This is an optimization exercise on Yosys and OpenROAD, whose aim is small area, a short achievable clock period and few clock cycles per item, not a production implementation.
Function was checked by simulation only, so behaviour that the tests miss may differ from the original.

==> design/flow/design.v <==
module scr_engine (
    input  wire        clk,
    input  wire        rst,
    input  wire        cfg_we,
    input  wire [3:0]  cfg_addr,
    input  wire [31:0] cfg_wdata,
    input  wire        in_valid,
    output wire        in_ready,
    input  wire [14:0] in_x,
    input  wire [17:0] in_y,
    input  wire [7:0]  in_value,
    input  wire [1:0]  in_tag,
    input  wire [1:0]  in_fmt,
    output wire        tone_re,
    output wire [10:0] tone_addr0,
    output wire [10:0] tone_addr1,
    input  wire [15:0] tone_rdata0,
    input  wire [15:0] tone_rdata1,
    output wire        tile_re,
    output wire [17:0] tile_addr,
    input  wire [15:0] tile_rdata,
    output reg         out_valid,
    output reg  [3:0]  out_code,
    output reg  [11:0] out_tone,
    output reg  [7:0]  out_base,
    output reg  [7:0]  out_slope
);
    reg [7:0]  tile_tag;             
    reg        tone_bank;            
    reg [15:0] gain   [0:3];
    reg [15:0] offset [0:3];
    reg [7:0]  shift  [0:3];
    reg [7:0]  hm1    [0:3];
    reg [7:0]  wm1    [0:3];
    reg [15:0] ph_y   [0:3];
    reg [15:0] ph_x   [0:3];
    reg [63:0] ps_map;
    wire [3:0] cfg_a1 = cfg_addr - 4'd1;
    wire [3:0] cfg_a5 = cfg_addr - 4'd5;
    wire [3:0] cfg_a9 = cfg_addr - 4'd9;
    wire [1:0] cfg_i1 = cfg_a1[1:0];
    wire [1:0] cfg_i5 = cfg_a5[1:0];
    wire [1:0] cfg_i9 = cfg_a9[1:0];
    integer r;
    always @(posedge clk) begin
        if (rst) begin
            tile_tag  <= 8'hE4;
            tone_bank <= 1'b0;
            ps_map    <= 64'hFEDC_BA98_7654_3210;
            for (r = 0; r < 4; r = r + 1) begin
                gain[r]   <= 16'h1000;
                offset[r] <= 16'h0000;
                shift[r]  <= 8'h00;
                hm1[r]    <= 8'hFF;
                wm1[r]    <= 8'hFF;
                ph_y[r]   <= 16'h0000;
                ph_x[r]   <= 16'h0000;
            end
        end else if (cfg_we) begin
            case (cfg_addr)
                4'd0: begin
                    tile_tag  <= cfg_wdata[15:8];
                    tone_bank <= cfg_wdata[4];
                end
                4'd1, 4'd2, 4'd3, 4'd4: begin
                    gain[cfg_i1]   <= cfg_wdata[31:16];
                    offset[cfg_i1] <= cfg_wdata[15:0];
                end
                4'd5, 4'd6, 4'd7, 4'd8: begin
                    shift[cfg_i5] <= cfg_wdata[23:16];
                    hm1[cfg_i5]   <= cfg_wdata[15:8];
                    wm1[cfg_i5]   <= cfg_wdata[7:0];
                end
                4'd9, 4'd10, 4'd11, 4'd12: begin
                    ph_y[cfg_i9] <= cfg_wdata[31:16];
                    ph_x[cfg_i9] <= cfg_wdata[15:0];
                end
                4'd13: ps_map[31:0]  <= cfg_wdata;
                4'd14: ps_map[63:32] <= cfg_wdata;
                default: ;
            endcase
        end
    end
    assign in_ready = 1'b1;
    reg        a_v;
    reg [14:0] a_x;
    reg [17:0] a_y;
    reg [7:0]  a_val;
    reg [1:0]  a_tag;
    reg [1:0]  a_fmt;
    always @(posedge clk) begin
        if (rst) a_v <= 1'b0;
        else     a_v <= in_valid;
        a_x   <= in_x;
        a_y   <= in_y;
        a_val <= in_value;
        a_tag <= in_tag;
        a_fmt <= in_fmt;
    end
    wire [23:0]        a_prod = a_val * gain[a_tag];
    wire signed [21:0] a_us   = $signed({2'b00, (a_prod + 24'd8) >> 4})
                              + $signed({{6{offset[a_tag][15]}}, offset[a_tag]});
    wire [15:0]        a_u    = a_us[21] ? 16'h0000 :
                                (a_us > 22'sh00FF00) ? 16'hFF00 : a_us[15:0];
    wire [1:0]  a_k  = tile_tag[2*a_tag +: 2];
    wire [8:0]  a_th = {1'b0, hm1[a_k]} + 9'd1;
    wire [18:0] a_yy = a_y + ph_y[a_k];
    wire [18:0] a_q  = a_yy / a_th;
    wire [8:0]  a_ty = a_yy % a_th;
    reg  [3:0]  a_j;
    always @(*) begin
        case (a_fmt)
            2'd1:    a_j = a_val[0] ? 4'd15 : 4'd0;
            2'd2:    a_j = a_val[1:0] * 4'd5;
            default: a_j = a_val[3:0];
        endcase
    end
    reg        b_v;
    reg        b_ps;
    reg [3:0]  b_pscode;
    reg [1:0]  b_tag;
    reg [1:0]  b_k;
    reg [7:0]  b_i;
    reg [7:0]  b_f;
    reg [14:0] b_x;
    reg [18:0] b_q;
    reg [7:0]  b_ty;
    always @(posedge clk) begin
        if (rst) b_v <= 1'b0;
        else     b_v <= a_v;
        b_ps     <= (a_fmt != 2'd0);
        b_pscode <= ps_map[4*a_j +: 4];
        b_tag    <= a_tag;
        b_k      <= a_k;
        b_i      <= a_u[15:8];
        b_f      <= a_u[7:0];
        b_x      <= a_x;
        b_q      <= a_q;
        b_ty     <= a_ty[7:0];
    end
    assign tone_re    = b_v & ~b_ps;
    assign tone_addr0 = {tone_bank, b_tag, b_i};
    assign tone_addr1 = {tone_bank, b_tag, b_i + 8'd1};
    wire [8:0]  b_tw  = {1'b0, wm1[b_k]} + 9'd1;
    wire [27:0] b_sum = b_x + ph_x[b_k] + b_q * shift[b_k];
    wire [8:0]  b_tx  = b_sum % b_tw;
    reg        c_v;
    reg        c_ps;
    reg [3:0]  c_pscode;
    reg [7:0]  c_f;
    reg [1:0]  c_k;
    reg [7:0]  c_ty;
    reg [7:0]  c_tx;
    always @(posedge clk) begin
        if (rst) c_v <= 1'b0;
        else     c_v <= b_v;
        c_ps     <= b_ps;
        c_pscode <= b_pscode;
        c_f      <= b_f;
        c_k      <= b_k;
        c_ty     <= b_ty;
        c_tx     <= b_tx[7:0];
    end
    wire [11:0]        c_e0   = tone_rdata0[11:0];
    wire [11:0]        c_e1   = tone_rdata1[11:0];
    wire signed [12:0] c_diff = $signed({1'b0, c_e1}) - $signed({1'b0, c_e0});
    wire signed [22:0] c_prod = c_diff * $signed({1'b0, c_f}) + 23'sd128;
    wire signed [14:0] c_step = c_prod >>> 8;
    wire [11:0]        c_T    = (c_f == 8'd0) ? c_e0
                              : c_e0 + c_step[11:0];
    assign tile_re   = c_v & ~c_ps;
    assign tile_addr = {c_k, c_ty, c_tx};
    reg        d_v;
    reg        d_ps;
    reg [3:0]  d_pscode;
    reg [11:0] d_T;
    always @(posedge clk) begin
        if (rst) d_v <= 1'b0;
        else     d_v <= c_v;
        d_ps     <= c_ps;
        d_pscode <= c_pscode;
        d_T      <= c_T;
    end
    wire [7:0]         d_B    = tile_rdata[15:8];
    wire [7:0]         d_S    = tile_rdata[7:0];
    wire signed [13:0] d_d    = $signed({2'b00, d_T}) - $signed({2'b00, d_B, 4'b0000});
    wire [20:0]        d_rmp  = d_d[11:0] * d_S + 21'd128;
    wire [12:0]        d_c    = d_rmp[20:8];
    wire [3:0]         d_code = (d_d <= 14'sd0) ? 4'd0
                              : (d_c > 13'd15) ? 4'd15 : d_c[3:0];
    always @(posedge clk) begin
        if (rst) out_valid <= 1'b0;
        else     out_valid <= d_v;
        out_code  <= d_ps ? d_pscode : d_code;
        out_tone  <= d_ps ? 12'd0 : d_T;
        out_base  <= d_ps ? 8'd0 : d_B;
        out_slope <= d_ps ? 8'd0 : d_S;
    end
endmodule
==> design/flow/run.sh <==
#!/bin/bash
# synth_recipe.tcl (not shown) runs the flow's synth.tcl, then flattens the netlist and writes it again
# the make line also repeats each setting of config.mk as NAME=value (left out here)
make -C /OpenROAD-flow-scripts/flow DESIGN_CONFIG=/design/flow/config.mk WORK_HOME=/design/flow/orfs CLKGATE_MAP_FILE= SYNTH_SCRIPT=/design/flow/synth_recipe.tcl finish
==> design/flow/config.mk <==
export PLATFORM = sky130hd
export DESIGN_NAME = scr_engine
export DESIGN_NICKNAME = scr_engine
export VERILOG_FILES = /design/flow/design.v
export SDC_FILE = /design/flow/constraint.sdc
export NUM_CORES = 4
export LEC_CHECK = 0
export CAP_MARGIN = 20
export CORE_MARGIN = 2
export CORE_UTILIZATION = 40
export SLEW_MARGIN = 20
==> design/flow/constraint.sdc <==
create_clock -name core_clock -period 110.0 [get_ports {clk}]
set_input_delay 22.0000 -clock core_clock [delete_from_list [all_inputs] [get_ports {clk}]]
set_output_delay 22.0000 -clock core_clock [all_outputs]
set_load 0.01 [all_outputs]
==> run notes <==
==> placed cells by master (no fill, tap or decap), types with 87 or more instances in the layout <==
cell / netlist / final
inv_1: 617 / 617
dfxtp_1: 270 / 266
edfxtp_1: 352 / 352
nor2_1: 370 / 370
mux4_2: 105 / 105
fa_1: 361 / 361
clkdlybuf4s50_1: 0 / 198
and3_1: 110 / 110
a21o_1: 87 / 87
ha_1: 647 / 647
nand2_1: 657 / 657
nor3_1: 303 / 302
o31ai_1: 111 / 111
o21a_1: 270 / 270
xnor2_1: 171 / 165
o21ai_0: 205 / 205
nand2b_1: 114 / 114
and2_1: 520 / 520
a21oi_1: 309 / 309
==> final timing paths <==
path / startpoint / endpoint / slack (ns) / depth (start not counted)
min reg2reg: b_f[4]$_SDFF_PP0_ / c_f[4]$_DFF_P_ / 0.32 / 0
min: b_f[4]$_SDFF_PP0_ / c_f[4]$_DFF_P_ / 0.32 / 0
max: b_k[0]$_DFF_P_ / c_tx[5]$_DFF_P_ / 22.17 / 351
max reg2reg: b_k[0]$_DFF_P_ / c_tx[5]$_DFF_P_ / 22.17 / 351
==> logic make-up (layout without fill, tap and decap cells) <==
family	count (synthesis)	in the layout	share of synthesized area, %
AND/OR/NAND/NOR	2582	2582	21.1
AO/OA/AOI/OAI	1412	1412	15.2
adder cells (fa/ha/maj)	1011	1011	23.9
buffers and inverters	856	1020	5.12
flip-flops	622	622	24.9
multiplexers	257	257	6.29
XOR/XNOR	245	245	3.39
other	1	6	0.00585
==> flip-flops by register name (all words and copies together), names as in the netlist, 12 cells and up <==
signal    count
a_y          18
ph_y         64
b_x          15
out_tone     12
b_q          19
hm1          32
offset       64
ps_map       64
shift        32
wm1          32
gain         64
d_T          12
ph_x         64
a_x          15
==> through the flow <==
stage	setup WS [ns]	utilization [%]	area [µm²]	hold WS, ns
after floorplan	34.13	-	64100	0.310
after detailed placement	23.15	43.1	68400	0.312
after global routing	14.65	44.7	70900	0.325
after global placement	24.00	43.1	68400	0.310
after CTS	22.74	44.7	70900	0.311
final	22.17	44.7	70900	0.316
==> routing by layer <==
layer / GRT usage, % / share of wire (%) / vias up
li1: - / - / 25000
met1: 28.3 / 46 / 24800
met2: 34.8 / 46 / 1115
met3: 3.24 / 5.2 / 265
met4: 6.50 / 2.8 / 14
met5: 0 / 0.057 / -
==> layout make-up <==
class                   instances  area (µm²)
flip-flops and latches        622       16000
fillers                     15100       87800
repair buffers                261        2450
diodes                          5        12.5
well taps                    2072        2590
clock buffers                 103        2060
multi-input cells            5508       45000
clock inverters                35         480
inverters                     621        2330
==> Yosys cell counts, drive strengths merged, types with 66 or more instances <==
library cell | instances | area share, %
nor3 | 308 | 2.5
ha | 647 | 13
edfxtp | 352 | 16
nand2b | 114 | 1.1
o21a | 270 | 3.2
fa | 361 | 11
dfxtp | 270 | 8.4
nand3 | 84 | 0.69
nand2 | 658 | 3.9
xnor2 | 173 | 2.4
o31ai | 114 | 1.4
mux4 | 105 | 3.7
and3 | 111 | 1.1
a21o | 87 | 1.0
clkbuf | 194 | 1.1
and2 | 521 | 5.1
a21oi | 312 | 2.5
or2 | 66 | 0.65
mux2 | 93 | 1.7
o21ai | 220 | 1.7
inv | 619 | 3.6
nor2 | 370 | 2.2
xor2 | 72 | 0.98
nor2b | 89 | 0.87
==> worst reg2reg max path: cells and delay by family, from the launching register on <==
kind	cells	cell delay, ns
compound gates	205	45.88
fa+ha+maj	33	11.54
buf+inv	14	2.38
simple gates	90	24.04
flops	1	0.34
mux	9	3.54
==> run notes <==
Outcome: finished clean
Final Net Count: 8,230
Post-route ant nets: 0
Total track usage: 21.1%
Worst-path clk slew: 0.06 ns
Synth warn: 1
Period utilization: 79.8%
I/O pin count: 209
H-tree lvl count: 3
Via count: 51.2k
Main synth FF type: edfxtp_1
Final count of hold timing violations: 0
Period minus WS final: 87.83 ns
Setup crit end kind: flip-flop
Vias in the first global route: 51.0k
Syn Area/Cell: 9.18 µm²
Initial DRC Count: 3,212
Crit path DAT: 88.36 ns
Layout cells sized above 1: 7.58%
CP max-delay cell: mux4_2
Flop and latch count out of synthesis: 622
PortBufs: 199
Pins Over Slew Limit: 0
Clock skew: 0.0492 ns
Clock Sinks: 622
Row cnt: 146
Overflow after GRT: 0
Total Routed Length: 173 mm
Cell area after synthesis: 64,100 µm²
Crit-path max FO: 34
Hold crit path type: reg -> reg
Final std cells w/o fill: 9,227
Total die area: 163,000 µm²
DR vias/cell: 5.55
CORE AREA: 159,000 µm²
Die Y: 404 µm
Highest clock rate: 0.0114 GHz
Syn_nets: 8,127
Mapped Cells: 6,986
RSZ-0062 raised after global routing: no
CP dominant cell by count: o21a_1
Residual DRC: 0
CTS tree: done
Sequential element share of the synthesized area: 24.9%
Die Wd: 404 µm
Max-cap violation count: 0
Clk root buf: clkbuf_16
DRT Pass-1 Iters: 6
Wire per inst: 18.7 µm
First-pass GRT wire length: 276 mm
Bufs on Longest Clock Path: 3
Post-CTS Hold Buffers: 0
Startpoint types: flip-flop
HPWL Detailed: 130 mm
Post-synth EDFFs: 352
Ys async rst share: 0%
Layout area overhead: 10.6%
Number of buffer and inverter stages on the critical path: 14
CP top delay family: compound AO/OA/AOI/OAI gates
Number of setup violations in the final report: 0
Slowest stage delay, CP: 0.83 ns
Number of library cell types mapped by synthesis: 131
Initial antenna violation count: 18
CP Class: reg -> reg
Largest net degree at the start of global routing: 67
Dpl cells: 9,084
Post-CTS Setup Bufs: 0
Least-Margin Pin Slew: 1.12 ns
Critical Path RT: 110.53 ns
GPL Wtd Cong: 0.878
Slew headroom: 24.1%
Resize count post-CTS: 0
Final setup TNS: 0 ns
Clk Latency, worst-skew pair: 0.68 ns
Total CTS buffers: 75
Initial Util: 40.4%
Testbench counts, summed over its fixed seeds: cycles 31,045, items 30,805.

## static timing again, ports no longer ideal
No port has a modelled driver above. Below, the same layout with a new extraction and two added sets of constraints.
Step 1: set_driving_cell puts a clkbuf_16 on clk and a buf_2 on each other input, an assumption about the parent block.
Step 2, shift: input delay + t, output delay - t, t = (earliest + latest rising clock arrival at the registers) / 2. This alone moves slack from input paths to output paths.
a / b / c = ideal ports / drivers / drivers and shift; a / b = the first two.
t, ns: 0.723
slack for setup (ns): 22.174 / 22.174 / 22.174
worst setup path after step 2: register to register
slew at the worst register clock pin (ns): 0.07 / 0.07
cell pins on the clock port's net: 1
After both steps this run still meets setup and hold. The setup slack of this run moves by 0.000 ns with the drivers and by 0.000 ns with both steps.
